Background: an optimization exercise with open tools, aiming at small area, a short achievable clock period and few clock cycles per item. Do not read the settings as production practice.
The RTL was checked by simulation tests, not by an equivalence proof against the original design.

## flow/design.v (module list and top-level ports; edited modules follow where they fit)
// module servo_loop: 365 lines
// module servo_mac_c: 784 lines
// module servo_mac_p: 3029 lines
// module servo_mul16: 685 lines
module servo_loop (
    input  wire         clk,
    input  wire         rst,
    input  wire         in_valid,
    output wire         in_ready,
    input  wire         fb_ok,
    input  wire [31:0]  posa,
    input  wire [31:0]  vel_fb,
    input  wire [31:0]  qref,
    input  wire [31:0]  vref,
    input  wire [15:0]  tff,
    input  wire         en,
    input  wire [14:0]  safe_lim,
    input  wire         pv2,
    input  wire [3:0]   shp,
    input  wire [3:0]   shv,
    input  wire [15:0]  kp,
    input  wire [3:0]   kp_e,
    input  wire [15:0]  kv,
    input  wire [3:0]   kv_e,
    input  wire [15:0]  ki,
    input  wire [3:0]   ki_e,
    input  wire [14:0]  ilim,
    input  wire [14:0]  trq_lim,
    input  wire [1:0]   ff_mode,
    input  wire [319:0] bq_coef,
    output reg          out_valid,
    output reg  [15:0]  trq,
    output reg  [15:0]  tlim,
    output reg          sat,
    output reg          clamped
);
  // ...
==> flow/run.sh <==
#!/bin/bash
# synth_recipe.tcl (not shown) runs the flow's synth.tcl, then flattens the netlist and writes it again
# the make line also repeats each setting of config.mk as NAME=value (left out here)
make -C /OpenROAD-flow-scripts/flow DESIGN_CONFIG=/design/flow/config.mk WORK_HOME=/design/flow/orfs CLKGATE_MAP_FILE= SYNTH_SCRIPT=/design/flow/synth_recipe.tcl finish
==> flow/config.mk <==
export PLATFORM = sky130hd
export DESIGN_NAME = servo_loop
export DESIGN_NICKNAME = servo_loop
export VERILOG_FILES = /design/flow/design.v
export SDC_FILE = /design/flow/constraint.sdc
export NUM_CORES = 4
export LEC_CHECK = 0
export CAP_MARGIN = 20
export CORE_MARGIN = 2
export CORE_UTILIZATION = 40
export PLACE_DENSITY = 0.6
export SLEW_MARGIN = 20
==> flow/constraint.sdc <==
create_clock -name core_clock -period 17.0 [get_ports {clk}]
set_input_delay 3.4000 -clock core_clock [delete_from_list [all_inputs] [get_ports {clk}]]
set_output_delay 3.4000 -clock core_clock [all_outputs]
set_load 0.01 [all_outputs]
==> reports/metrics.yaml, run 1 <==
status:
  status: "no timing/DRC/antenna violations"
detailed_routing:
  drt-met1-wl_um: 165000
  routed_wirelength_um: 399000
  drt_first_iter_violations: 8089
  viasPerCell: 5.40
place:
  place_hpwl_um: 298000
  placed_area_um2: 133000
synth:
  seq_area_frac_synth: 0.216
  ys_warn_count: 1
  synth_top_area_frac: 0.276
  synth_nets: 16200
  yosysMostFrequentCell: "inv_1"
  syn_inst: 13400
  synth-seq-cells: 1131
  synth_xor_area_frac: 0.0204
  synthSimpleGateAreaFrac: 0.172
setup_path:
  max_stage_delay_ns: 0.71
  ff2ff_path_depth: 40
  reg2reg_slack_ns: 4.18
  crit_slowest_cell: "dfxtp_1"
  worstSetupStartpointType: "flop"
  crit_end: "m1_a[4]$_DFF_P_"
cells_and_area:
  final_util: 0.452
  regMostFlops: "pr"
  buf_share: 0.0552
  drive_above_1_share: 0.0619
  nClkBuffers: 184
  nMultiInputCombCells: 9491
  fin_area_um2: 138000
cts:
  cts_resized: 0
  clock_latency_ns: 0.86
  numCtsBuffers: 141
  cts.clk_slew.worst_paths_ns: 0.06
hold_path:
  holdPathEnd: "f2_tff[10]$_DFF_P_"
  hold_path_startpoint: "f1_tff[10]$_DFF_P_"
  whs_path_depth: 0
timing:
  finalSetupViolCount: 0
  fmax_mhz: 78.0
  finalMaxSlewViolations: 0
  fin_tns_setup_ns: 0
global_route:
  antenna_found_initial: 52
  overflow: 0
Testbench counts, summed over its fixed seeds: cycles 29,931, items 9,600.
==> module servo_loop, before the edit <==
module servo_loop (
    input  wire         clk,
    input  wire         rst,
    input  wire         in_valid,
    output wire         in_ready,
    input  wire         fb_ok,
    input  wire [31:0]  posa,
    input  wire [31:0]  vel_fb,
    input  wire [31:0]  qref,
    input  wire [31:0]  vref,
    input  wire [15:0]  tff,
    input  wire         en,
    input  wire [14:0]  safe_lim,
    input  wire         pv2,
    input  wire [3:0]   shp,
    input  wire [3:0]   shv,
    input  wire [15:0]  kp,
    input  wire [3:0]   kp_e,
    input  wire [15:0]  kv,
    input  wire [3:0]   kv_e,
    input  wire [15:0]  ki,
    input  wire [3:0]   ki_e,
    input  wire [14:0]  ilim,
    input  wire [14:0]  trq_lim,
    input  wire [1:0]   ff_mode,
    input  wire [319:0] bq_coef,
    output reg          out_valid,
    output reg  [15:0]  trq,
    output reg  [15:0]  tlim,
    output reg          sat,
    output reg          clamped
);
    function [15:0] sat16;
        input [39:0] v;
        begin
            if ($signed(v) > 40'sd32767)
                sat16 = 16'h7FFF;
            else if ($signed(v) < -40'sd32768)
                sat16 = 16'h8000;
            else
                sat16 = v[15:0];
        end
    endfunction
    function is_sat16;
        input [39:0] v;
        begin
            is_sat16 = ($signed(v) > 40'sd32767) || ($signed(v) < -40'sd32768);
        end
    endfunction
    function [1:0] sgn16;         
        input [15:0] v;
        begin
            if (v == 16'd0)
                sgn16 = 2'b00;
            else if (v[15])
                sgn16 = 2'b11;
            else
                sgn16 = 2'b01;
        end
    endfunction
    reg  [1:0]  cool;            
    reg         v2, v3, v4, v5;  
    reg  [2:0]  inflight;
    reg         be_busy;         
    reg  [1:0]  be_b;
    reg         o_v;             
    assign in_ready = (cool == 2'd0);
    wire acc_s = in_valid && in_ready;
    wire fresh = acc_s && (inflight == 3'd0);
    reg  [31:0] pl, vl;          
    reg  [39:0] extn;            
    reg  [31:0] pos_pred;        
    reg  [1:0]  miss;            
    reg  [31:0] ic;
    reg         cl_q;            
    reg  [1:0]  tsgn_q;          
    reg  [15:0] bx1 [0:3];
    reg  [15:0] bx2 [0:3];
    reg  [15:0] by1 [0:3];
    reg  [15:0] by2 [0:3];
    reg  [33:0] pr  [0:3];       
    wire [1:0]  miss_inc = (miss == 2'd3) ? 2'd3 : miss + 2'd1;
    wire [31:0] pos_now  = fb_ok ? posa : pos_pred;
    wire [31:0] vel_now  = fb_ok ? vel_fb : vl;
    wire [31:0] perr     = qref - pos_now;
    wire [31:0] perr_sh  = $signed(perr) >>> shp;
    wire [31:0] vel_sh   = $signed(vel_now) >>> shv;
    wire [31:0] vref_sh  = $signed(vref) >>> shv;
    wire [14:0] lim_eff  = (trq_lim < safe_lim) ? trq_lim : safe_lim;
    reg  [15:0] f1_vfb, f1_vff, f1_tff;
    reg         f1_sat, f1_hold, f1_tffo, f1_en;
    reg  [14:0] f1_lim;
    reg  [15:0] m1_a;            
    reg  [15:0] m1_g;            
    reg  [3:0]  m1_s;            
    reg  [15:0] m2_g;            
    reg  [3:0]  m2_s;            
    wire [31:0] m1_p, m2_p;
    servo_mul16 u_m1 (.a0(m1_a), .b0(m1_g), .y(m1_p));
    servo_mul16 u_m2 (.a0(m1_a), .b0(m2_g), .y(m2_p));
    wire [31:0] m1_sh    = $signed(m1_p) >>> m1_s;
    wire [31:0] m2_sh    = $signed(m2_p) >>> m2_s;
    wire [39:0] vc_sum   = {{24{f1_vff[15]}}, f1_vff} + {{8{m1_sh[31]}}, m1_sh};
    wire        vc_hi    = $signed(vc_sum) > 40'sd32767;
    wire        vc_lo    = $signed(vc_sum) < -40'sd32768;
    wire [39:0] ev_raw   = ({{24{f1_vff[15]}}, f1_vff} - {{24{f1_vfb[15]}}, f1_vfb}) + {{8{m1_sh[31]}}, m1_sh};
    wire [39:0] ev_hi    = 40'sd32767 - {{24{f1_vfb[15]}}, f1_vfb};
    wire [39:0] ev_lo    = -40'sd32768 - {{24{f1_vfb[15]}}, f1_vfb};
    wire [15:0] ev       = vc_hi ? sat16(ev_hi) : vc_lo ? sat16(ev_lo) : sat16(ev_raw);
    wire        ev_sat   = vc_hi ? is_sat16(ev_hi) : vc_lo ? is_sat16(ev_lo) : is_sat16(ev_raw);
    reg  [15:0] f2_tff;
    reg         f2_sat, f2_hold, f2_tffo, f2_en;
    reg  [14:0] f2_lim;
    reg  [15:0] f3_tp, f3_tff;
    reg  [31:0] f3_di;
    reg  [1:0]  f3_sev;
    reg         f3_sat, f3_hold, f3_tffo, f3_en;
    reg  [14:0] f3_lim;
    reg  [14:0] ilim_r;
    reg         ffm1_r;
    wire [15:0] tff_use  = ffm1_r ? f3_tff : 16'd0;
    wire [32:0] ic_sum   = {ic[31], ic} + {f3_di[31], f3_di};
    wire [32:0] ic_lim   = {2'b00, ilim_r, 16'd0};
    wire [32:0] ic_clmp  = ($signed(ic_sum) > $signed(ic_lim))  ? ic_lim :
                           ($signed(ic_sum) < -$signed(ic_lim)) ? -ic_lim : ic_sum;
    wire [15:0] tia      = ic_clmp[31:16];
    wire [15:0] tib      = ic[31:16];
    wire [39:0] xa_sum   = {{24{f3_tp[15]}}, f3_tp} + {{24{tia[15]}}, tia} + {{24{tff_use[15]}}, tff_use};
    wire [39:0] xb_sum   = {{24{f3_tp[15]}}, f3_tp} + {{24{tib[15]}}, tib} + {{24{tff_use[15]}}, tff_use};
    reg  [15:0] f4_xa, f4_xb, f4_tff;
    reg  [31:0] f4_ica;
    reg         f4_sata, f4_satb, f4_sat, f4_hold, f4_tffo, f4_en, f4_tgt, f4_tlt;
    reg  [14:0] f4_lim;
    reg  [15:0] c_b0;            
    reg  [15:0] c_tff, c_y;
    reg         c_sat, c_tffo, c_en, c_tgt, c_tlt;
    reg         upd_r;           
    reg  [14:0] c_lim;
    wire        upd      = upd_r;
    wire        be_start = v5;
    wire [1:0]  cb       = be_start ? 2'd0 : be_b;
    wire [15:0] cx       = be_start ? (upd ? f4_xa : f4_xb) : c_y;
    wire [35:0] c_ra, c_rb;
    servo_mac_c u_mc (.a0(c_b0), .b0(cx), .c0(pr[cb]), .ra(c_ra), .rb(c_rb));
    wire [35:0] c_acc    = c_ra + c_rb;
    wire [21:0] c_sh     = c_acc[35:14];
    wire [15:0] c_yn     = sat16({{18{c_sh[21]}}, c_sh});
    wire        c_ysat   = is_sat16({{18{c_sh[21]}}, c_sh});
    wire        c_last   = be_start ? !pv2 : (be_b == 2'd3);
    wire        c_act    = be_start || be_busy;
    wire        y_tffo   = be_start ? f4_tffo : c_tffo;
    wire [15:0] y_tff    = be_start ? f4_tff  : c_tff;
    wire [14:0] y_lim    = be_start ? f4_lim  : c_lim;
    wire        y_en     = be_start ? f4_en   : c_en;
    wire        y_sat    = (be_start ? (f4_sat | (upd ? f4_sata : f4_satb)) : c_sat) | c_ysat;
    wire [15:0] x_fin    = y_tffo ? y_tff : c_yn;
    wire [15:0] y_limp   = {1'b0, y_lim};
    wire [35:0] k_gt     = -({21'd0, y_lim} + 36'd1) << 14;
    wire [35:0] k_lt     = {21'd0, y_lim} << 14;
    wire [35:0] gs_s     = c_ra ^ c_rb ^ k_gt;
    wire [35:0] gs_c     = ((c_ra & c_rb) | (c_ra & k_gt) | (c_rb & k_gt)) << 1;
    wire [35:0] ls_s     = c_ra ^ c_rb ^ k_lt;
    wire [35:0] ls_c     = ((c_ra & c_rb) | (c_ra & k_lt) | (c_rb & k_lt)) << 1;
    wire [35:0] g_t      = gs_s + gs_c;
    wire [35:0] l_t      = ls_s + ls_c;
    wire        pos_ovf  = !c_sh[21] && (c_sh[20:15] != 6'd0);
    wire        acc_gt   = !g_t[35] && !(pos_ovf && (y_lim == 15'h7FFF));
    wire        acc_lt   = l_t[35];
    wire        y_tgt    = be_start ? f4_tgt : c_tgt;
    wire        y_tlt    = be_start ? f4_tlt : c_tlt;
    wire        y_gt     = y_tffo ? y_tgt : acc_gt;
    wire        y_lt     = y_tffo ? y_tlt : acc_lt;
    wire        y_cl     = y_en && (y_gt || y_lt);
    wire [1:0]  y_tsgn   = (!y_en || y_lim == 15'd0) ? 2'b00 : y_gt ? 2'b01 : 2'b11;
    wire        cl_now   = (c_act && c_last) ? y_cl : cl_q;
    wire [1:0]  tsgn_now = (c_act && c_last) ? y_tsgn : tsgn_q;
    wire [1:0]  cb_next  = v4 ? 2'd0 : cb + 2'd1;
    reg  [15:0] o_x;
    reg  [14:0] o_lim;
    reg         o_gt, o_lt, o_en, o_sat;
    reg         p_req;           
    reg  [1:0]  p_b;
    reg  [3:0]  p_fresh;         
    reg  [63:0] p_coef;          
    wire        p_act    = p_req || (p_fresh != 4'd0);
    wire [1:0]  pb       = p_req ? p_b : p_fresh[0] ? 2'd0 :
                           p_fresh[1] ? 2'd1 : p_fresh[2] ? 2'd2 : 2'd3;
    wire [1:0]  pb_next  = c_act ? cb : fresh ? 2'd0 :
                           p_fresh[0] ? 2'd1 : p_fresh[1] ? 2'd2 : 2'd3;
    wire [33:0] p_new;
    servo_mac_p u_mp (.a0(p_coef[15:0]),  .b0(bx1[pb]),
                      .a1(p_coef[31:16]), .b1(bx2[pb]),
                      .a2(p_coef[47:32]), .b2(by1[pb]),
                      .a3(p_coef[63:48]), .b3(by2[pb]),
                      .y(p_new));
    integer i;
    always @(posedge clk) begin
        c_b0   <= bq_coef[cb_next*80 +: 16];
        p_coef <= bq_coef[pb_next*80 + 16 +: 64];
        m1_g   <= acc_s ? kp : kv;
        m1_s   <= acc_s ? (4'd15 - kp_e) : (4'd15 - kv_e);
        m2_g   <= ki;
        m2_s   <= 4'd15 - ki_e;
        ilim_r <= ilim;
        ffm1_r <= ff_mode[1];
        m1_a    <= acc_s ? sat16({{8{perr_sh[31]}}, perr_sh}) : ev;
        f1_tffo <= !fb_ok && (miss_inc == 2'd3);
        f1_hold <= !fb_ok;
        f1_vfb  <= sat16({{8{vel_sh[31]}}, vel_sh});
        f1_vff  <= ff_mode[0] ? sat16({{8{vref_sh[31]}}, vref_sh}) : 16'd0;
        f1_sat  <= is_sat16({{8{perr_sh[31]}}, perr_sh}) ||
                   is_sat16({{8{vel_sh[31]}}, vel_sh}) ||
                   (ff_mode[0] && is_sat16({{8{vref_sh[31]}}, vref_sh}));
        f1_tff  <= tff;
        f1_en   <= en;
        f1_lim  <= lim_eff;
        f2_sat  <= f1_sat | vc_hi | vc_lo | ev_sat;
        f2_hold <= f1_hold;
        f2_tffo <= f1_tffo;
        f2_tff  <= f1_tff;
        f2_en   <= f1_en;
        f2_lim  <= f1_lim;
        f3_tp   <= sat16({{8{m1_sh[31]}}, m1_sh});
        f3_di   <= m2_sh;
        f3_sev  <= sgn16(m1_a);
        f3_sat  <= f2_sat | is_sat16({{8{m1_sh[31]}}, m1_sh});
        f3_hold <= f2_hold;
        f3_tffo <= f2_tffo;
        f3_tff  <= f2_tff;
        f3_en   <= f2_en;
        f3_lim  <= f2_lim;
        f4_tgt  <= $signed(f3_tff) > $signed({1'b0, f3_lim});
        f4_tlt  <= $signed(f3_tff) < -$signed({1'b0, f3_lim});
        f4_xa   <= sat16(xa_sum);
        f4_xb   <= sat16(xb_sum);
        f4_sata <= is_sat16(xa_sum);
        f4_satb <= is_sat16(xb_sum);
        f4_ica  <= ic_clmp[31:0];
        f4_sat  <= f3_sat;
        f4_hold <= f3_hold;
        f4_tffo <= f3_tffo;
        f4_tff  <= f3_tff;
        f4_en   <= f3_en;
        f4_lim  <= f3_lim;
        upd_r   <= !f3_hold && !(cl_now && (f3_sev == tsgn_now));
        if (be_start) begin
            c_tff  <= f4_tff;
            c_tffo <= f4_tffo;
            c_en   <= f4_en;
            c_lim  <= f4_lim;
            c_tgt  <= f4_tgt;
            c_tlt  <= f4_tlt;
        end
        c_y   <= c_yn;
        c_sat <= y_sat;
        p_b   <= cb;
        o_x   <= x_fin;
        o_lim <= y_lim;
        o_gt  <= y_gt;
        o_lt  <= y_lt;
        o_en  <= y_en;
        o_sat <= y_sat;
        sat   <= o_sat;
        if (o_en) begin
            trq     <= o_gt ? {1'b0, o_lim} : o_lt ? -{1'b0, o_lim} : o_x;
            tlim    <= {1'b0, o_lim};
            clamped <= o_gt | o_lt;
        end else begin
            trq     <= 16'd0;
            tlim    <= 16'd0;
            clamped <= 1'b0;
        end
    end
    always @(posedge clk) begin
        if (rst) begin
            cool      <= 2'd0;
            v2        <= 1'b0;
            v3        <= 1'b0;
            v4        <= 1'b0;
            v5        <= 1'b0;
            inflight  <= 3'd0;
            be_busy   <= 1'b0;
            be_b      <= 2'd0;
            o_v       <= 1'b0;
            out_valid <= 1'b0;
            pl        <= 32'd0;
            vl        <= 32'd0;
            extn      <= 40'd0;
            pos_pred  <= 32'd0;
            miss      <= 2'd0;
            ic        <= 32'd0;
            cl_q      <= 1'b0;
            tsgn_q    <= 2'b00;
            p_req     <= 1'b0;
            p_fresh   <= 4'd0;
            for (i = 0; i < 4; i = i + 1) begin
                bx1[i] <= 16'd0;
                bx2[i] <= 16'd0;
                by1[i] <= 16'd0;
                by2[i] <= 16'd0;
                pr[i]  <= 34'd0;
            end
        end else begin
            v2 <= acc_s;
            v3 <= v2;
            v4 <= v3;
            v5 <= v4;
            inflight <= inflight + (acc_s ? 3'd1 : 3'd0) - (o_v ? 3'd1 : 3'd0);
            pos_pred <= pl + extn[39:8];
            if (acc_s) begin
                cool <= pv2 ? 2'd3 : 2'd1;
                if (fb_ok) begin
                    miss <= 2'd0;
                    pl   <= posa;
                    vl   <= vel_fb;
                    extn <= {{8{vel_fb[31]}}, vel_fb};
                end else begin
                    miss <= miss_inc;
                    extn <= extn + {{8{vl[31]}}, vl};
                end
            end else if (cool != 2'd0) begin
                cool <= cool - 2'd1;
            end
            p_req <= c_act;
            if (c_act) begin
                bx2[cb] <= bx1[cb];
                bx1[cb] <= cx;
                by2[cb] <= by1[cb];
                by1[cb] <= c_yn;
                if (be_start) begin
                    if (!f4_en)
                        ic <= 32'd0;
                    else if (upd)
                        ic <= f4_ica;
                end
                be_b    <= cb + 2'd1;
                be_busy <= !c_last;
            end
            o_v <= c_act && c_last;
            out_valid <= o_v;
            if (c_act && c_last) begin
                cl_q   <= y_cl;
                tsgn_q <= y_tsgn;
                if (!y_en) begin
                    for (i = 0; i < 4; i = i + 1) begin
                        bx1[i] <= 16'd0;
                        bx2[i] <= 16'd0;
                        by1[i] <= 16'd0;
                        by2[i] <= 16'd0;
                    end
                end
            end
            if (fresh)
                p_fresh <= 4'b0001;
            else
                p_fresh <= {p_fresh[2:0], 1'b0};
            if (p_act)
                pr[pb] <= p_new;
            if (c_act && c_last && !y_en) begin
                for (i = 0; i < 4; i = i + 1)
                    pr[i] <= 34'd0;
            end
        end
    end
endmodule
==> run 2: changes to the inputs <==
--- a/flow/design.v
+++ b/flow/design.v
@@ -58,13 +58,14 @@
                 sgn16 = 2'b01;
         end
     endfunction
-    reg  [1:0]  cool;            
-    reg         v2, v3, v4, v5;  
+    integer i;
+    reg  [2:0]  since;           
+    reg         v2, v3, v4, v5, v6, v7;
     reg  [2:0]  inflight;
     reg         be_busy;         
     reg  [1:0]  be_b;
     reg         o_v;             
-    assign in_ready = (cool == 2'd0);
+    assign in_ready = (since == 3'd4) || (since == 3'd2 && !pv2);
     wire acc_s = in_valid && in_ready;
     wire fresh = acc_s && (inflight == 3'd0);
     reg  [31:0] pl, vl;          
@@ -79,10 +80,15 @@
     reg  [15:0] by1 [0:3];
     reg  [15:0] by2 [0:3];
     reg  [33:0] pr  [0:3];       
+    reg  [15:0] kv_r;
+    reg  [3:0]  kp_s, kv_s, ki_s;
+    reg  [14:0] ilim_r;
+    reg         ffm1_r;
     wire [1:0]  miss_inc = (miss == 2'd3) ? 2'd3 : miss + 2'd1;
-    wire [31:0] pos_now  = fb_ok ? posa : pos_pred;
+    wire [31:0] perr_a   = qref - posa;
+    wire [31:0] perr_b   = qref - pos_pred;
+    wire [31:0] perr     = fb_ok ? perr_a : perr_b;
     wire [31:0] vel_now  = fb_ok ? vel_fb : vl;
-    wire [31:0] perr     = qref - pos_now;
     wire [31:0] perr_sh  = $signed(perr) >>> shp;
     wire [31:0] vel_sh   = $signed(vel_now) >>> shv;
     wire [31:0] vref_sh  = $signed(vref) >>> shv;
@@ -92,54 +98,66 @@
     reg  [14:0] f1_lim;
     reg  [15:0] m1_a;            
     reg  [15:0] m1_g;            
-    reg  [3:0]  m1_s;            
-    reg  [15:0] m2_g;            
-    reg  [3:0]  m2_s;            
+    reg  [15:0] m2_a;            
     wire [31:0] m1_p, m2_p;
     servo_mul16 u_m1 (.a0(m1_a), .b0(m1_g), .y(m1_p));
-    servo_mul16 u_m2 (.a0(m1_a), .b0(m2_g), .y(m2_p));
-    wire [31:0] m1_sh    = $signed(m1_p) >>> m1_s;
-    wire [31:0] m2_sh    = $signed(m2_p) >>> m2_s;
-    wire [39:0] vc_sum   = {{24{f1_vff[15]}}, f1_vff} + {{8{m1_sh[31]}}, m1_sh};
+    servo_mul16 u_m2 (.a0(m2_a), .b0(kv_r), .y(m2_p));
+    reg  [31:0] s2_pk;
+    reg  [15:0] s2_vfb, s2_vff, s2_tff;
+    reg         s2_sat, s2_hold, s2_tffo, s2_en;
+    reg  [14:0] s2_lim;
+    wire [31:0] s3_sh    = $signed(s2_pk) >>> kp_s;
+    wire [39:0] vc_sum   = {{24{s2_vff[15]}}, s2_vff} + {{8{s3_sh[31]}}, s3_sh};
     wire        vc_hi    = $signed(vc_sum) > 40'sd32767;
     wire        vc_lo    = $signed(vc_sum) < -40'sd32768;
-    wire [39:0] ev_raw   = ({{24{f1_vff[15]}}, f1_vff} - {{24{f1_vfb[15]}}, f1_vfb}) + {{8{m1_sh[31]}}, m1_sh};
-    wire [39:0] ev_hi    = 40'sd32767 - {{24{f1_vfb[15]}}, f1_vfb};
-    wire [39:0] ev_lo    = -40'sd32768 - {{24{f1_vfb[15]}}, f1_vfb};
+    wire [39:0] ev_raw   = ({{24{s2_vff[15]}}, s2_vff} - {{24{s2_vfb[15]}}, s2_vfb}) + {{8{s3_sh[31]}}, s3_sh};
+    wire [39:0] ev_hi    = 40'sd32767 - {{24{s2_vfb[15]}}, s2_vfb};
+    wire [39:0] ev_lo    = -40'sd32768 - {{24{s2_vfb[15]}}, s2_vfb};
     wire [15:0] ev       = vc_hi ? sat16(ev_hi) : vc_lo ? sat16(ev_lo) : sat16(ev_raw);
     wire        ev_sat   = vc_hi ? is_sat16(ev_hi) : vc_lo ? is_sat16(ev_lo) : is_sat16(ev_raw);
-    reg  [15:0] f2_tff;
-    reg         f2_sat, f2_hold, f2_tffo, f2_en;
-    reg  [14:0] f2_lim;
-    reg  [15:0] f3_tp, f3_tff;
-    reg  [31:0] f3_di;
-    reg  [1:0]  f3_sev;
-    reg         f3_sat, f3_hold, f3_tffo, f3_en;
-    reg  [14:0] f3_lim;
-    reg  [14:0] ilim_r;
-    reg         ffm1_r;
-    wire [15:0] tff_use  = ffm1_r ? f3_tff : 16'd0;
-    wire [32:0] ic_sum   = {ic[31], ic} + {f3_di[31], f3_di};
+    reg  [15:0] s3_tff;
+    reg  [1:0]  s3_sev;
+    reg         s3_sat, s3_hold, s3_tffo, s3_en;
+    reg  [14:0] s3_lim;
+    reg  [31:0] s4_pv;
+    reg  [15:0] s4_tff;
+    reg  [1:0]  s4_sev;
+    reg         s4_sat, s4_hold, s4_tffo, s4_en;
+    reg  [14:0] s4_lim;
+    wire [31:0] s5_sh    = $signed(s4_pv) >>> kv_s;
+    reg  [31:0] s5_pi;
+    reg  [15:0] s5_tp, s5_tff;
+    reg  [1:0]  s5_sev;
+    reg         s5_sat, s5_hold, s5_tffo, s5_en;
+    reg  [14:0] s5_lim;
+    wire [31:0] s6_di    = s5_pi;
+    wire [15:0] tff_use  = ffm1_r ? s5_tff : 16'd0;
+    wire [32:0] ic_sum   = {ic[31], ic} + {s6_di[31], s6_di};
     wire [32:0] ic_lim   = {2'b00, ilim_r, 16'd0};
     wire [32:0] ic_clmp  = ($signed(ic_sum) > $signed(ic_lim))  ? ic_lim :
                            ($signed(ic_sum) < -$signed(ic_lim)) ? -ic_lim : ic_sum;
-    wire [15:0] tia      = ic_clmp[31:16];
+    wire        ic_hi    = $signed(ic_sum) > $signed(ic_lim);
+    wire        ic_lo    = $signed(ic_sum) < -$signed(ic_lim);
+    wire [17:0] tpf      = {{2{s5_tp[15]}}, s5_tp} + {{2{tff_use[15]}}, tff_use};
+    wire        c16      = ({1'b0, ic[15:0]} + {1'b0, s6_di[15:0]}) >> 16;
+    wire [39:0] xs_sum   = {{22{tpf[17]}}, tpf} + {{24{ic[31]}}, ic[31:16]} + {{24{s6_di[31]}}, s6_di[31:16]} + {39'd0, c16};
+    wire [39:0] xh_sum   = {{22{tpf[17]}}, tpf} + {25'd0, ilim_r};
+    wire [39:0] xl_sum   = {{22{tpf[17]}}, tpf} - {25'd0, ilim_r};
     wire [15:0] tib      = ic[31:16];
-    wire [39:0] xa_sum   = {{24{f3_tp[15]}}, f3_tp} + {{24{tia[15]}}, tia} + {{24{tff_use[15]}}, tff_use};
-    wire [39:0] xb_sum   = {{24{f3_tp[15]}}, f3_tp} + {{24{tib[15]}}, tib} + {{24{tff_use[15]}}, tff_use};
-    reg  [15:0] f4_xa, f4_xb, f4_tff;
-    reg  [31:0] f4_ica;
-    reg         f4_sata, f4_satb, f4_sat, f4_hold, f4_tffo, f4_en, f4_tgt, f4_tlt;
-    reg  [14:0] f4_lim;
+    wire [39:0] xa_sum   = ic_hi ? xh_sum : ic_lo ? xl_sum : xs_sum;
+    wire [39:0] xb_sum   = {{22{tpf[17]}}, tpf} + {{24{tib[15]}}, tib};
+    reg  [15:0] f6_xa, f6_xb, f6_tff;
+    reg  [31:0] f6_ica;
+    reg         f6_sata, f6_satb, f6_sat, f6_tffo, f6_en, f6_tgt, f6_tlt;
+    reg  [14:0] f6_lim;
+    reg         upd_r;           
     reg  [15:0] c_b0;            
     reg  [15:0] c_tff, c_y;
     reg         c_sat, c_tffo, c_en, c_tgt, c_tlt;
-    reg         upd_r;           
     reg  [14:0] c_lim;
-    wire        upd      = upd_r;
-    wire        be_start = v5;
+    wire        be_start = v7;
     wire [1:0]  cb       = be_start ? 2'd0 : be_b;
-    wire [15:0] cx       = be_start ? (upd ? f4_xa : f4_xb) : c_y;
+    wire [15:0] cx       = be_start ? (upd_r ? f6_xa : f6_xb) : c_y;
     wire [35:0] c_ra, c_rb;
     servo_mac_c u_mc (.a0(c_b0), .b0(cx), .c0(pr[cb]), .ra(c_ra), .rb(c_rb));
     wire [35:0] c_acc    = c_ra + c_rb;
@@ -148,13 +166,12 @@
     wire        c_ysat   = is_sat16({{18{c_sh[21]}}, c_sh});
     wire        c_last   = be_start ? !pv2 : (be_b == 2'd3);
     wire        c_act    = be_start || be_busy;
-    wire        y_tffo   = be_start ? f4_tffo : c_tffo;
-    wire [15:0] y_tff    = be_start ? f4_tff  : c_tff;
-    wire [14:0] y_lim    = be_start ? f4_lim  : c_lim;
-    wire        y_en     = be_start ? f4_en   : c_en;
-    wire        y_sat    = (be_start ? (f4_sat | (upd ? f4_sata : f4_satb)) : c_sat) | c_ysat;
+    wire        y_tffo   = be_start ? f6_tffo : c_tffo;
+    wire [15:0] y_tff    = be_start ? f6_tff  : c_tff;
+    wire [14:0] y_lim    = be_start ? f6_lim  : c_lim;
+    wire        y_en     = be_start ? f6_en   : c_en;
+    wire        y_sat    = (be_start ? (f6_sat | (upd_r ? f6_sata : f6_satb)) : c_sat) | c_ysat;
     wire [15:0] x_fin    = y_tffo ? y_tff : c_yn;
-    wire [15:0] y_limp   = {1'b0, y_lim};
     wire [35:0] k_gt     = -({21'd0, y_lim} + 36'd1) << 14;
     wire [35:0] k_lt     = {21'd0, y_lim} << 14;
     wire [35:0] gs_s     = c_ra ^ c_rb ^ k_gt;
@@ -166,15 +183,15 @@
     wire        pos_ovf  = !c_sh[21] && (c_sh[20:15] != 6'd0);
     wire        acc_gt   = !g_t[35] && !(pos_ovf && (y_lim == 15'h7FFF));
     wire        acc_lt   = l_t[35];
-    wire        y_tgt    = be_start ? f4_tgt : c_tgt;
-    wire        y_tlt    = be_start ? f4_tlt : c_tlt;
+    wire        y_tgt    = be_start ? f6_tgt : c_tgt;
+    wire        y_tlt    = be_start ? f6_tlt : c_tlt;
     wire        y_gt     = y_tffo ? y_tgt : acc_gt;
     wire        y_lt     = y_tffo ? y_tlt : acc_lt;
     wire        y_cl     = y_en && (y_gt || y_lt);
     wire [1:0]  y_tsgn   = (!y_en || y_lim == 15'd0) ? 2'b00 : y_gt ? 2'b01 : 2'b11;
     wire        cl_now   = (c_act && c_last) ? y_cl : cl_q;
     wire [1:0]  tsgn_now = (c_act && c_last) ? y_tsgn : tsgn_q;
-    wire [1:0]  cb_next  = v4 ? 2'd0 : cb + 2'd1;
+    wire [1:0]  cb_next  = v6 ? 2'd0 : cb + 2'd1;
     reg  [15:0] o_x;
     reg  [14:0] o_lim;
     reg         o_gt, o_lt, o_en, o_sat;
@@ -193,17 +210,17 @@
                       .a2(p_coef[47:32]), .b2(by1[pb]),
                       .a3(p_coef[63:48]), .b3(by2[pb]),
                       .y(p_new));
-    integer i;
     always @(posedge clk) begin
         c_b0   <= bq_coef[cb_next*80 +: 16];
         p_coef <= bq_coef[pb_next*80 + 16 +: 64];
-        m1_g   <= acc_s ? kp : kv;
-        m1_s   <= acc_s ? (4'd15 - kp_e) : (4'd15 - kv_e);
-        m2_g   <= ki;
-        m2_s   <= 4'd15 - ki_e;
+        kv_r   <= kv;
+        kp_s   <= 4'd15 - kp_e;
+        kv_s   <= 4'd15 - kv_e;
+        ki_s   <= 4'd15 - ki_e;
         ilim_r <= ilim;
         ffm1_r <= ff_mode[1];
-        m1_a    <= acc_s ? sat16({{8{perr_sh[31]}}, perr_sh}) : ev;
+        m1_a    <= acc_s ? sat16({{8{perr_sh[31]}}, perr_sh}) : m2_a;
+        m1_g    <= acc_s ? kp : ki;
         f1_tffo <= !fb_ok && (miss_inc == 2'd3);
         f1_hold <= !fb_ok;
         f1_vfb  <= sat16({{8{vel_sh[31]}}, vel_sh});
@@ -214,46 +231,64 @@
         f1_tff  <= tff;
         f1_en   <= en;
         f1_lim  <= lim_eff;
-        f2_sat  <= f1_sat | vc_hi | vc_lo | ev_sat;
-        f2_hold <= f1_hold;
-        f2_tffo <= f1_tffo;
-        f2_tff  <= f1_tff;
-        f2_en   <= f1_en;
-        f2_lim  <= f1_lim;
-        f3_tp   <= sat16({{8{m1_sh[31]}}, m1_sh});
-        f3_di   <= m2_sh;
-        f3_sev  <= sgn16(m1_a);
-        f3_sat  <= f2_sat | is_sat16({{8{m1_sh[31]}}, m1_sh});
-        f3_hold <= f2_hold;
-        f3_tffo <= f2_tffo;
-        f3_tff  <= f2_tff;
-        f3_en   <= f2_en;
-        f3_lim  <= f2_lim;
-        f4_tgt  <= $signed(f3_tff) > $signed({1'b0, f3_lim});
-        f4_tlt  <= $signed(f3_tff) < -$signed({1'b0, f3_lim});
-        f4_xa   <= sat16(xa_sum);
-        f4_xb   <= sat16(xb_sum);
-        f4_sata <= is_sat16(xa_sum);
-        f4_satb <= is_sat16(xb_sum);
-        f4_ica  <= ic_clmp[31:0];
-        f4_sat  <= f3_sat;
-        f4_hold <= f3_hold;
-        f4_tffo <= f3_tffo;
-        f4_tff  <= f3_tff;
-        f4_en   <= f3_en;
-        f4_lim  <= f3_lim;
-        upd_r   <= !f3_hold && !(cl_now && (f3_sev == tsgn_now));
+        s2_pk   <= m1_p;
+        s2_vfb  <= f1_vfb;
+        s2_vff  <= f1_vff;
+        s2_sat  <= f1_sat;
+        s2_hold <= f1_hold;
+        s2_tffo <= f1_tffo;
+        s2_tff  <= f1_tff;
+        s2_en   <= f1_en;
+        s2_lim  <= f1_lim;
+        m2_a    <= ev;
+        s3_sev  <= sgn16(ev);
+        s3_sat  <= s2_sat | vc_hi | vc_lo | ev_sat;
+        s3_hold <= s2_hold;
+        s3_tffo <= s2_tffo;
+        s3_tff  <= s2_tff;
+        s3_en   <= s2_en;
+        s3_lim  <= s2_lim;
+        s4_pv   <= m2_p;
+        s4_sev  <= s3_sev;
+        s4_sat  <= s3_sat;
+        s4_hold <= s3_hold;
+        s4_tffo <= s3_tffo;
+        s4_tff  <= s3_tff;
+        s4_en   <= s3_en;
+        s4_lim  <= s3_lim;
+        s5_pi   <= $signed(m1_p) >>> ki_s;
+        s5_tp   <= sat16({{8{s5_sh[31]}}, s5_sh});
+        s5_sat  <= s4_sat | is_sat16({{8{s5_sh[31]}}, s5_sh});
+        s5_sev  <= s4_sev;
+        s5_hold <= s4_hold;
+        s5_tffo <= s4_tffo;
+        s5_tff  <= s4_tff;
+        s5_en   <= s4_en;
+        s5_lim  <= s4_lim;
+        f6_tgt  <= $signed(s5_tff) > $signed({1'b0, s5_lim});
+        f6_tlt  <= $signed(s5_tff) < -$signed({1'b0, s5_lim});
+        f6_xa   <= sat16(xa_sum);
+        f6_xb   <= sat16(xb_sum);
+        f6_sata <= is_sat16(xa_sum);
+        f6_satb <= is_sat16(xb_sum);
+        f6_ica  <= ic_clmp[31:0];
+        f6_sat  <= s5_sat;
+        f6_tffo <= s5_tffo;
+        f6_tff  <= s5_tff;
+        f6_en   <= s5_en;
+        f6_lim  <= s5_lim;
+        upd_r   <= !s5_hold && !(cl_now && (s5_sev == tsgn_now));
         if (be_start) begin
-            c_tff  <= f4_tff;
-            c_tffo <= f4_tffo;
-            c_en   <= f4_en;
-            c_lim  <= f4_lim;
-            c_tgt  <= f4_tgt;
-            c_tlt  <= f4_tlt;
+            c_tff  <= f6_tff;
+            c_tffo <= f6_tffo;
+            c_en   <= f6_en;
+            c_lim  <= f6_lim;
+            c_tgt  <= f6_tgt;
+            c_tlt  <= f6_tlt;
         end
         c_y   <= c_yn;
         c_sat <= y_sat;
-        p_b   <= cb;
+        p_b    <= cb;
         o_x   <= x_fin;
         o_lim <= y_lim;
         o_gt  <= y_gt;
@@ -273,11 +308,13 @@
     end
     always @(posedge clk) begin
         if (rst) begin
-            cool      <= 2'd0;
+            since     <= 3'd4;
             v2        <= 1'b0;
             v3        <= 1'b0;
             v4        <= 1'b0;
             v5        <= 1'b0;
+            v6        <= 1'b0;
+            v7        <= 1'b0;
             inflight  <= 3'd0;
             be_busy   <= 1'b0;
             be_b      <= 2'd0;
@@ -291,8 +328,8 @@
             ic        <= 32'd0;
             cl_q      <= 1'b0;
             tsgn_q    <= 2'b00;
-            p_req     <= 1'b0;
             p_fresh   <= 4'd0;
+            p_req     <= 1'b0;
             for (i = 0; i < 4; i = i + 1) begin
                 bx1[i] <= 16'd0;
                 bx2[i] <= 16'd0;
@@ -305,10 +342,12 @@
             v3 <= v2;
             v4 <= v3;
             v5 <= v4;
+            v6 <= v5;
+            v7 <= v6;
             inflight <= inflight + (acc_s ? 3'd1 : 3'd0) - (o_v ? 3'd1 : 3'd0);
             pos_pred <= pl + extn[39:8];
             if (acc_s) begin
-                cool <= pv2 ? 2'd3 : 2'd1;
+                since <= 3'd1;
                 if (fb_ok) begin
                     miss <= 2'd0;
                     pl   <= posa;
@@ -318,20 +357,19 @@
                     miss <= miss_inc;
                     extn <= extn + {{8{vl[31]}}, vl};
                 end
-            end else if (cool != 2'd0) begin
-                cool <= cool - 2'd1;
+            end else if (since != 3'd4) begin
+                since <= since + 3'd1;
             end
-            p_req <= c_act;
             if (c_act) begin
                 bx2[cb] <= bx1[cb];
                 bx1[cb] <= cx;
                 by2[cb] <= by1[cb];
                 by1[cb] <= c_yn;
                 if (be_start) begin
-                    if (!f4_en)
+                    if (!f6_en)
                         ic <= 32'd0;
-                    else if (upd)
-                        ic <= f4_ica;
+                    else if (upd_r)
+                        ic <= f6_ica;
                 end
                 be_b    <= cb + 2'd1;
                 be_busy <= !c_last;
@@ -350,10 +388,8 @@
                     end
                 end
             end
-            if (fresh)
-                p_fresh <= 4'b0001;
-            else
-                p_fresh <= {p_fresh[2:0], 1'b0};
+            p_fresh <= fresh ? 4'b0001 : {p_fresh[2:0], 1'b0};
+            p_req   <= c_act;
             if (p_act)
                 pr[pb] <= p_new;
             if (c_act && c_last && !y_en) begin
--- a/flow/config.mk
+++ b/flow/config.mk
@@ -7,6 +7,6 @@
 export LEC_CHECK = 0
 export CAP_MARGIN = 20
 export CORE_MARGIN = 2
-export CORE_UTILIZATION = 40
-export PLACE_DENSITY = 0.6
+export CORE_UTILIZATION = 55
+export PLACE_DENSITY = 0.68
 export SLEW_MARGIN = 20
==> reports/metrics.yaml, run 2 <==
setup_path:
  crit_buf_inv: 6  # was 5
  path_common_cell: "fa_1"  # unchanged
  cp.required_ns: 17.55  # was 17.69 ns
  r2r_start: "p_req$_SDFF_PP0_"  # was m1_g[14]$_DFF_P_
  timing.rr.end: "pr[1][32]$_SDFFCE_PN0P_"  # was m1_a[4]$_DFF_P_
  reg2reg_slack_ns: 5.64  # was 4.18 ns
  crit_slowest_cell: "mux4_2"  # was dfxtp_1
  max_stage_delay_ns: 0.86  # was 0.71 ns
  cp.depth: 31  # was 40
  cp-end-kind: "flop"  # unchanged
  crit_arrival_ns: 11.91  # was 13.51 ns
  critPathKind: "flop to flop"  # unchanged
  ff2ff_path_depth: 31  # was 40
  cp_top_family: "adder cells"  # unchanged
  worstSetupStartpointType: "flop"  # unchanged
  cp_max_fo: 43  # was 16
detailed_routing:
  routed.top_layer: "met5"  # unchanged
  wire_per_inst_um: 23.6  # was 22.3 um
  viasPerCell: 5.82  # was 5.40
  vias: 101000  # was 96.7k
  wl_met2_um: 195000  # was 187,000 um
  drc: 0  # unchanged
  ant_nets: 0  # unchanged
  firstDrtPassIters: 9  # was 6
  met3_length_um: 32200  # was 31,800 um
  routed_wirelength_um: 408000  # was 399,000 um
  drt_first_iter_violations: 8202  # was 8,089
  drt-met1-wl_um: 154000  # was 165,000 um
global_route:
  grt_max_degree: 82  # was 139
  grt_pass1_wl_um: 621000  # was 602,000 um
  grt_usage: 0.343  # was 0.253
  antenna_found_initial: 31  # was 52
  overflow: 0  # unchanged
  grt_pass1_vias: 106000  # was 96.9k
die:
  num_rows: 177  # was 203
  initial_utilization: 0.553  # was 0.402
  core_area_um2: 233000  # was 306,000 um^2
  ios: 621  # unchanged
  die_area_um2: 238000  # was 312,000 um^2
  dieWidth_um: 487  # was 558 um
  die-height_um: 487  # was 558 um
synth:
  seq_area_frac_synth: 0.237  # was 0.216
  synth_top_area_frac: 0.259  # was 0.276
  synth.avg_cell_area_um2: 9.31  # was 9.20 um^2
  async_reset_ff_frac: 0  # unchanged
  ys_warn_count: 1  # unchanged
  synth_nets: 16700  # was 16.2k
  synth_edf_count: 392  # unchanged
  syn_inst: 13800  # was 13.4k
  yosys-top-cells-area: "fa_1 26%, dfxtp_1 15%, edfxtp_1 9.2%"  # was fa_1 28%, dfxtp_1 12%, edfxtp_1 9.6%
  synth-seq-cells: 1323  # was 1,131
  yosys.area.top_type: "fa_1"  # unchanged
  ys_top_cells_by_count: "2,182 x inv_1, 1,665 x fa_1, 1,473 x nand2_1, 1,211 x and2_1, 937 x nor2_1"  # was 2,082 x inv_1, 1,694 x fa_1, 1,392 x nand2_1, 1,162 x and2_1, 936 x nor2_1
  synth.distinct_cells: 102  # unchanged
  yosysMostFrequentCell: "inv_1"  # unchanged
  ys.flop_type: "dfxtp_1"  # unchanged
  synth_area_um2: 129000  # was 123,000 um^2
cts:
  postCtsSetupBuffers: 0  # unchanged
  h-tree-depth: 4  # unchanged
  numCtsBuffers: 148  # was 141
  root_buffer: "clkbuf_16"  # unchanged
  clock_latency_ns: 0.86  # about the same
  cts_resized: 0  # unchanged
  cts.sinks: 1323  # was 1,131
  cts_hold_buf: 0  # unchanged
  cts_tree: "built"  # unchanged
  cts.clk_slew.worst_paths_ns: 0.07  # was 0.06 ns
  cts_buffer_depth: 3  # was 4
cells_and_area:
  final_common_cell: "inv_1"  # unchanged
  layout_common_cells: "2,181 x inv_1, 1,665 x fa_1, 1,464 x nand2_1"  # was 2,081 x inv_1, 1,694 x fa_1, 1,382 x nand2_1
  largest_reg_flops: 136  # unchanged
  nets: 17000  # was 16.5k
  syn_to_final_growth_pct: 11.0  # was 12.4%
  drive_above_1_share: 0.0629  # was 0.0619
  regMostFlops: "pr"  # unchanged
  fin_area_um2: 143000  # was 138,000 um^2
timing:
  fin_skew_ns: 0.0668  # was 0.0843 ns
  min_period_ns: 11.36  # was 12.82 ns
  final-hold-violation-count: 0  # unchanged
  relSlewSlack: 0.103  # was 0.159
  finalMaxSlewViolations: 0  # unchanged
  tightest_slew_ns: 1.34  # was 1.26 ns
  hold_slack_ns: 0.317  # was 0.325 ns
  period_share: 0.668  # was 0.754
  fin_tns_setup_ns: 0  # unchanged
  fmax_mhz: 88.0  # was 78.0 MHz
  rsz0062_at_grt: "no"  # unchanged
  finalSetupViolCount: 0  # unchanged
place:
  place_hpwl_um: 312000  # was 298,000 um
  numPortBuffers: 619  # unchanged
  place_congestion: 0.992  # was 0.942
  placed_area_um2: 137000  # was 133,000 um^2
status:
  status: "no timing/DRC/antenna violations"  # unchanged
hold_path:
  hold_path_startpoint: "s4_lim[5]$_DFF_P_"  # was f1_tff[10]$_DFF_P_
  whs_path_depth: 0  # unchanged
  holdPathEnd: "s5_lim[5]$_DFF_P_"  # was f2_tff[10]$_DFF_P_
  holdCritPathClass: "flop to flop"  # unchanged
run:
  cap_violations: 0  # unchanged
## run 2: cell count changes in the layout (fill, tap and decap cells not counted), moves of 25 or more
cell      previous run  this run
o22ai_1             51        26
o21ai_0            356       415
dfxtp_1            733       929
nand2_1           1382      1464
o211ai_1            81        55
mux4_2             186       228
a21o_1             198       164
and2_1            1161      1210
xnor2_1            201       227
inv_1             2081      2181
fa_1              1694      1665
buf_4              193       146
ha_1               580       634
## run 2: per-stage QoR
step	util	setup slack (ns)	cells
after floorplan	-	7.34	13800
after global placement	0.591	5.70	17000
after detailed placement	0.591	5.61	17000
after CTS	0.613	5.60	17300
after global routing	0.613	5.12	17300
final	0.614	5.64	17300
## run 2: cell type report
| cell class | instances | area, um^2 |
|---|---|---|
| antenna | 14 | 35.0 |
| tap | 3043 | 3810 |
| sequential | 1323 | 30400 |
| clock inverter | 76 | 962 |
| multi-input combinational | 9680 | 87700 |
| clock buffer | 197 | 4170 |
| fill | 19900 | 89900 |
| timing repair buffer | 764 | 7290 |
| inverter | 2195 | 8240 |
## run 2: worst reg2reg max path, delay by kind of cell, from the launching register on
family | cells | cell delay (ns)
XOR/XNOR | 1 | 0.32
flip-flops | 1 | 0.48
multiplexers | 1 | 0.93
AND/OR/NAND/NOR | 5 | 0.72
buffers and inverters | 6 | 1.52
AO/OA/AOI/OAI | 8 | 2.33
adder cells (fa/ha/maj) | 10 | 4.81
## run 2: routing by layer
layer / vias to the layer above / GRT usage
li1: 45100 / -
met1: 50000 / 0.418
met2: 4423 / 0.573
met3: 1109 / 0.0627
met4: 6 / 0.190
met5: - / 0.000816
## run 2: worst max-delay path by stage
stage                      from                       to  slack, ns
5_1_grt        p_req$_SDFF_PP0_  pr[2][32]$_SDFFCE_PN0P_       5.12
2_1_floorplan             fb_ok           f1_sat$_DFF_P_       7.34
4_1_cts        p_req$_SDFF_PP0_  pr[1][32]$_SDFFCE_PN0P_       5.60
3_3_place_gp   p_req$_SDFF_PP0_  pr[1][32]$_SDFFCE_PN0P_       5.70
3_5_place_dp   p_req$_SDFF_PP0_  pr[1][32]$_SDFFCE_PN0P_       5.61
6_report       p_req$_SDFF_PP0_  pr[1][32]$_SDFFCE_PN0P_       5.64
## run 2: cell families (layout without fill, tap and decap cells)
| logic type | Yosys count | count (layout) | share of synthesized area |
|---|---|---|---|
| compound gates | 1950 | 1950 | 0.0956 |
| xor+xnor | 337 | 337 | 0.0230 |
| fa+ha+maj | 2299 | 2299 | 0.321 |
| buf+inv | 2804 | 3232 | 0.0823 |
| flops | 1323 | 1323 | 0.237 |
| mux | 625 | 625 | 0.0725 |
| other cells | 1 | 15 | 0.0000292 |
| simple gates | 4468 | 4468 | 0.169 |
Testbench counts of run 2, summed over its fixed seeds: cycles 30,123, items 9,600.
==> run 3: changes to the inputs <==
--- a/flow/design.v
+++ b/flow/design.v
@@ -87,10 +87,16 @@
     wire [1:0]  miss_inc = (miss == 2'd3) ? 2'd3 : miss + 2'd1;
     wire [31:0] perr_a   = qref - posa;
     wire [31:0] perr_b   = qref - pos_pred;
-    wire [31:0] perr     = fb_ok ? perr_a : perr_b;
-    wire [31:0] vel_now  = fb_ok ? vel_fb : vl;
-    wire [31:0] perr_sh  = $signed(perr) >>> shp;
-    wire [31:0] vel_sh   = $signed(vel_now) >>> shv;
+    wire [31:0] pa_sh    = $signed(perr_a) >>> shp;
+    wire [31:0] pb_sh    = $signed(perr_b) >>> shp;
+    wire [31:0] va_sh    = $signed(vel_fb) >>> shv;
+    wire [31:0] vb_sh    = $signed(vl) >>> shv;
+    wire [15:0] ep_a     = sat16({{8{pa_sh[31]}}, pa_sh});
+    wire [15:0] ep_b     = sat16({{8{pb_sh[31]}}, pb_sh});
+    wire [15:0] vfb_a    = sat16({{8{va_sh[31]}}, va_sh});
+    wire [15:0] vfb_b    = sat16({{8{vb_sh[31]}}, vb_sh});
+    wire        f1s_a    = is_sat16({{8{pa_sh[31]}}, pa_sh}) || is_sat16({{8{va_sh[31]}}, va_sh});
+    wire        f1s_b    = is_sat16({{8{pb_sh[31]}}, pb_sh}) || is_sat16({{8{vb_sh[31]}}, vb_sh});
     wire [31:0] vref_sh  = $signed(vref) >>> shv;
     wire [14:0] lim_eff  = (trq_lim < safe_lim) ? trq_lim : safe_lim;
     reg  [15:0] f1_vfb, f1_vff, f1_tff;
@@ -205,10 +211,12 @@
     wire [1:0]  pb_next  = c_act ? cb : fresh ? 2'd0 :
                            p_fresh[0] ? 2'd1 : p_fresh[1] ? 2'd2 : 2'd3;
     wire [33:0] p_new;
-    servo_mac_p u_mp (.a0(p_coef[15:0]),  .b0(bx1[pb]),
-                      .a1(p_coef[31:16]), .b1(bx2[pb]),
-                      .a2(p_coef[47:32]), .b2(by1[pb]),
-                      .a3(p_coef[63:48]), .b3(by2[pb]),
+    reg  [15:0] p_x1, p_x2, p_y1, p_y2;
+    reg         p_zero;          
+    servo_mac_p u_mp (.a0(p_coef[15:0]),  .b0(p_x1),
+                      .a1(p_coef[31:16]), .b1(p_x2),
+                      .a2(p_coef[47:32]), .b2(p_y1),
+                      .a3(p_coef[63:48]), .b3(p_y2),
                       .y(p_new));
     always @(posedge clk) begin
         c_b0   <= bq_coef[cb_next*80 +: 16];
@@ -219,14 +227,13 @@
         ki_s   <= 4'd15 - ki_e;
         ilim_r <= ilim;
         ffm1_r <= ff_mode[1];
-        m1_a    <= acc_s ? sat16({{8{perr_sh[31]}}, perr_sh}) : m2_a;
+        m1_a    <= !acc_s ? m2_a : fb_ok ? ep_a : ep_b;
         m1_g    <= acc_s ? kp : ki;
         f1_tffo <= !fb_ok && (miss_inc == 2'd3);
         f1_hold <= !fb_ok;
-        f1_vfb  <= sat16({{8{vel_sh[31]}}, vel_sh});
+        f1_vfb  <= fb_ok ? vfb_a : vfb_b;
         f1_vff  <= ff_mode[0] ? sat16({{8{vref_sh[31]}}, vref_sh}) : 16'd0;
-        f1_sat  <= is_sat16({{8{perr_sh[31]}}, perr_sh}) ||
-                   is_sat16({{8{vel_sh[31]}}, vel_sh}) ||
+        f1_sat  <= (fb_ok ? f1s_a : f1s_b) ||
                    (ff_mode[0] && is_sat16({{8{vref_sh[31]}}, vref_sh}));
         f1_tff  <= tff;
         f1_en   <= en;
@@ -289,6 +296,11 @@
         c_y   <= c_yn;
         c_sat <= y_sat;
         p_b    <= cb;
+        p_x1   <= c_act ? cx : bx1[pb_next];
+        p_x2   <= c_act ? bx1[pb_next] : bx2[pb_next];
+        p_y1   <= c_act ? c_yn : by1[pb_next];
+        p_y2   <= c_act ? by1[pb_next] : by2[pb_next];
+        p_zero <= c_act && !y_en;
         o_x   <= x_fin;
         o_lim <= y_lim;
         o_gt  <= y_gt;
@@ -391,7 +403,7 @@
             p_fresh <= fresh ? 4'b0001 : {p_fresh[2:0], 1'b0};
             p_req   <= c_act;
             if (p_act)
-                pr[pb] <= p_new;
+                pr[pb] <= p_zero ? 34'd0 : p_new;
             if (c_act && c_last && !y_en) begin
                 for (i = 0; i < 4; i = i + 1)
                     pr[i] <= 34'd0;
--- a/flow/config.mk
+++ b/flow/config.mk
@@ -5,8 +5,9 @@
 export SDC_FILE = /design/flow/constraint.sdc
 export NUM_CORES = 4
 export LEC_CHECK = 0
+export ABC_AREA = 1
 export CAP_MARGIN = 20
 export CORE_MARGIN = 2
-export CORE_UTILIZATION = 55
-export PLACE_DENSITY = 0.68
+export CORE_UTILIZATION = 60
+export PLACE_DENSITY = 0.7
 export SLEW_MARGIN = 20
==> reports/metrics.yaml, run 3 <==
setup_path:
  cp-end-kind: "flop"  # unchanged
  worstSetupStartpointType: "flop"  # unchanged
  critPathKind: "flop to flop"  # unchanged
  cp_max_fo: 16  # was 43
  crit_arrival_ns: 9.66  # was 11.91 ns
  cp.required_ns: 17.52  # was 17.55 ns
detailed_routing:
  drc: 0  # unchanged
  firstDrtPassIters: 16  # was 9
  drt_first_iter_violations: 13700  # was 8,202
  vias: 129000  # was 101k
  ant_nets: 0  # unchanged
  viasPerCell: 5.65  # was 5.82
  wire_per_inst_um: 22.2  # was 23.6 um
  routed_wirelength_um: 507000  # was 408,000 um
cells_and_area:
  fillerInstances: 21200  # was 19.9k
  drive_above_1_share: 0.0331  # was 0.0629
  layout_common_cells: "4,820 x nand2_1, 4,102 x inv_1, 1,666 x fa_1"  # was 2,181 x inv_1, 1,665 x fa_1, 1,464 x nand2_1
  nets: 22400  # was 17.0k
  largest_reg_flops: 136  # unchanged
  regMostFlops: "pr"  # unchanged
  final_common_cell: "nand2_1"  # was inv_1
  syn_to_final_growth_pct: 9.71  # was 11.0%
cts:
  cts_hold_buf: 0  # unchanged
  cts.sinks: 1388  # was 1,323
  clock_latency_ns: 0.86  # about the same
  cts.clk_slew.worst_paths_ns: 0.06  # was 0.07 ns
  numCtsBuffers: 155  # was 148
  cts_buffer_depth: 3  # unchanged
  cts_tree: "built"  # unchanged
  h-tree-depth: 4  # unchanged
  postCtsSetupBuffers: 0  # unchanged
  root_buffer: "clkbuf_16"  # unchanged
  cts_resized: 0  # unchanged
die:
  num_rows: 178  # was 177
  die_area_um2: 239000  # was 238,000 um^2
  ios: 621  # unchanged
  initial_utilization: 0.602  # was 0.553
  die-height_um: 489  # was 487 um
  core_area_um2: 235000  # was 233,000 um^2
  dieWidth_um: 489  # was 487 um
global_route:
  overflow: 0  # unchanged
  grt.met2_usage: 0.651  # was 0.573
  top_usage_layer: "met2"  # unchanged
  grt_pass1_vias: 124000  # was 106k
  grt_max_degree: 130  # was 82
  grt_util_met3: 0.119  # was 0.0627
  grt_pass1_wl_um: 759000  # was 621,000 um
  use_met1: 0.521  # was 0.418
  antenna_found_initial: 78  # was 31
  grt_usage: 0.423  # was 0.343
synth:
  synthMuxAreaShare: 0.00546  # was 0.0725
  synthSimpleGateAreaFrac: 0.216  # was 0.169
  synth_xor_area_frac: 0.0168  # was 0.0230
  synth-seq-cells: 1388  # was 1,323
  yosysMostFrequentCell: "nand2_1"  # was inv_1
  synth_top_area_frac: 0.236  # was 0.259
  syn_inst: 19400  # was 13.8k
  yosys.area.top_type: "fa_1"  # unchanged
  ys_top_cells_by_count: "4,832 x nand2_1, 4,111 x inv_1, 1,666 x fa_1, 1,497 x nor2_1, 1,251 x o21ai_0"  # was 2,182 x inv_1, 1,665 x fa_1, 1,473 x nand2_1, 1,211 x and2_1, 937 x nor2_1
  synth_edf_count: 392  # unchanged
  synth_area_um2: 141000  # was 129,000 um^2
  synth_compound_area_frac: 0.105  # was 0.0956
  synth_top_family_by_area: "adder cells"  # unchanged
  seq_area_frac_synth: 0.225  # was 0.237
  synth.distinct_cells: 75  # was 102
  synth_nets: 22300  # was 16.7k
  synthAdderAreaFrac: 0.295  # was 0.321
  ys_warn_count: 1  # unchanged
  synth.avg_cell_area_um2: 7.27  # was 9.31 um^2
  ys.flop_type: "dfxtp_1"  # unchanged
  yosys-top-cells-area: "fa_1 24%, dfxtp_1 14%, nand2_1 13%"  # was fa_1 26%, dfxtp_1 15%, edfxtp_1 9.2%
  async_reset_ff_frac: 0  # unchanged
timing:
  fin_tns_setup_ns: 0  # unchanged
  rsz0062_at_grt: "no"  # unchanged
  finalMaxSlewViolations: 0  # unchanged
  fmax_mhz: 109  # was 88.0 MHz
  min_period_ns: 9.14  # was 11.36 ns
  finalSetupViolCount: 0  # unchanged
  fin_skew_ns: 0.0620  # was 0.0668 ns
  fin_ws_ns: 7.86  # was 5.64 ns
  tightest_slew_ns: 1.35  # was 1.34 ns
  period_share: 0.538  # was 0.668
  final-hold-violation-count: 0  # unchanged
  relSlewSlack: 0.0885  # was 0.103
hold_path:
  holdCritPathClass: "flop to flop"  # unchanged
place:
  numPortBuffers: 619  # unchanged
  place_congestion: 1.05  # was 0.992
  place_hpwl_um: 391000  # was 312,000 um
  pre_cts_ws_ns: 8.05  # was 5.61 ns
run:
  cap_violations: 0  # unchanged
status:
  status: "no timing/DRC/antenna violations"  # unchanged
-- run 3: metrics by stage --
stage / area, um^2 / utilization / hold slack, ns / instances
floorplan: 141000 / - / 0.310 / 19400
global placement: 149000 / 0.636 / 0.310 / 22400
detailed placement: 149000 / 0.636 / 0.312 / 22400
CTS: 155000 / 0.659 / 0.316 / 22700
global route: 155000 / 0.660 / 0.313 / 22800
finish: 155000 / 0.660 / 0.311 / 22800
-- run 3: cell families (layout without fill, tap and decap cells) --
family	Yosys count	after routing
simple gates	7586	7586
flops	1388	1388
fa+ha+maj	2331	2331
buf+inv	5083	5249
other cells	1	75
compound gates	2673	2673
mux	77	77
xor+xnor	270	270
-- run 3: critical path, stage by stage (launching register included) --
cell      delay [ns]
dfxtp_1         1.05
nand2_1         0.17
fa_1            0.55
inv_1           0.05
fa_1            0.50
inv_1           0.05
fa_1            0.43
fa_1            0.56
inv_1           0.06
fa_1            0.50
inv_1           0.06
fa_1            0.48
inv_1           0.05
fa_1            0.36
inv_1           0.08
fa_1            0.46
fa_1            0.49
ha_1            0.45
nand2_1         0.11
inv_1           0.05
a221oi_1        0.59
o21ai_1         0.24
nand3_1         0.12
nand2_1         0.08
a21oi_1         0.13
inv_1           0.06
o21ai_0         0.94
nor2_1          0.11
-- run 3: area by class of cell --
cell class / count / area (um^2) / share of cell area
diodes: 74 / 185 / 0.00120
multi-input cells: 12900 / 90300 / 0.583
clock buffers: 203 / 4310 / 0.0279
inverters: 4152 / 15600 / 0.101
repair buffers: 817 / 7670 / 0.0496
well taps: 3150 / 3940 / 0.0255
clock inverters: 77 / 1030 / 0.00669
flip-flops and latches: 1388 / 31700 / 0.205
-- run 3: layer usage --
metal | routed length [um] | up-vias
met5 | 632 | -
met4 | 39100 | 44
met3 | 56300 | 1609
met2 | 223000 | 7025
met1 | 188000 | 60700
li1 | - | 59400
-- run 3: path summary, 6_finish.rpt --
| check | start | end | slack (ns) | depth (start not counted) |
|---|---|---|---|---|
| min reg2reg | f1_vff[10]$_SDFF_PN0_ | s2_vff[10]$_DFF_P_ | 0.31 | 0 |
| max reg2reg | p_coef[46]$_DFF_P_ | pr[0][26]$_SDFFCE_PN0P_ | 7.86 | 27 |
| min | f1_vff[10]$_SDFF_PN0_ | s2_vff[10]$_DFF_P_ | 0.31 | 0 |
| max | p_coef[46]$_DFF_P_ | pr[0][26]$_SDFFCE_PN0P_ | 7.86 | 27 |
Testbench counts of run 3, summed over its fixed seeds: cycles 30,123, items 9,600.

-- port drivers added, routing unchanged --
No port has a modelled driver above. Below, the same layouts with a new extraction and two added sets of constraints.
Step 1: set_driving_cell puts a clkbuf_16 on clk and a buf_2 on each other input, an assumption about the parent block.
Step 2 adds t to the input delays and takes it off the output delays; t is the mean of the earliest and latest rising clock arrival at the registers after step 1. Input paths then give back, and output paths get back, about the clock's delay inside the block.
Slacks: no drivers / after step 1 / after step 2; pairs: no drivers / after step 1.
run	t (ns)	slack for setup (ns)	hold WS [ns]	worst register clock-pin slew, ns
run 1	0.908	4.180 / 4.180 / 4.180	0.325 / 0.325 / 0.325	0.07 / 0.07
run 2	0.923	5.639 / 5.639 / 5.639	0.317 / 0.317 / 0.317	0.09 / 0.09
run 3	0.922	7.858 / 7.858 / 7.858	0.311 / 0.311 / 0.311	0.07 / 0.07
After both steps setup and hold are still met in every run listed.
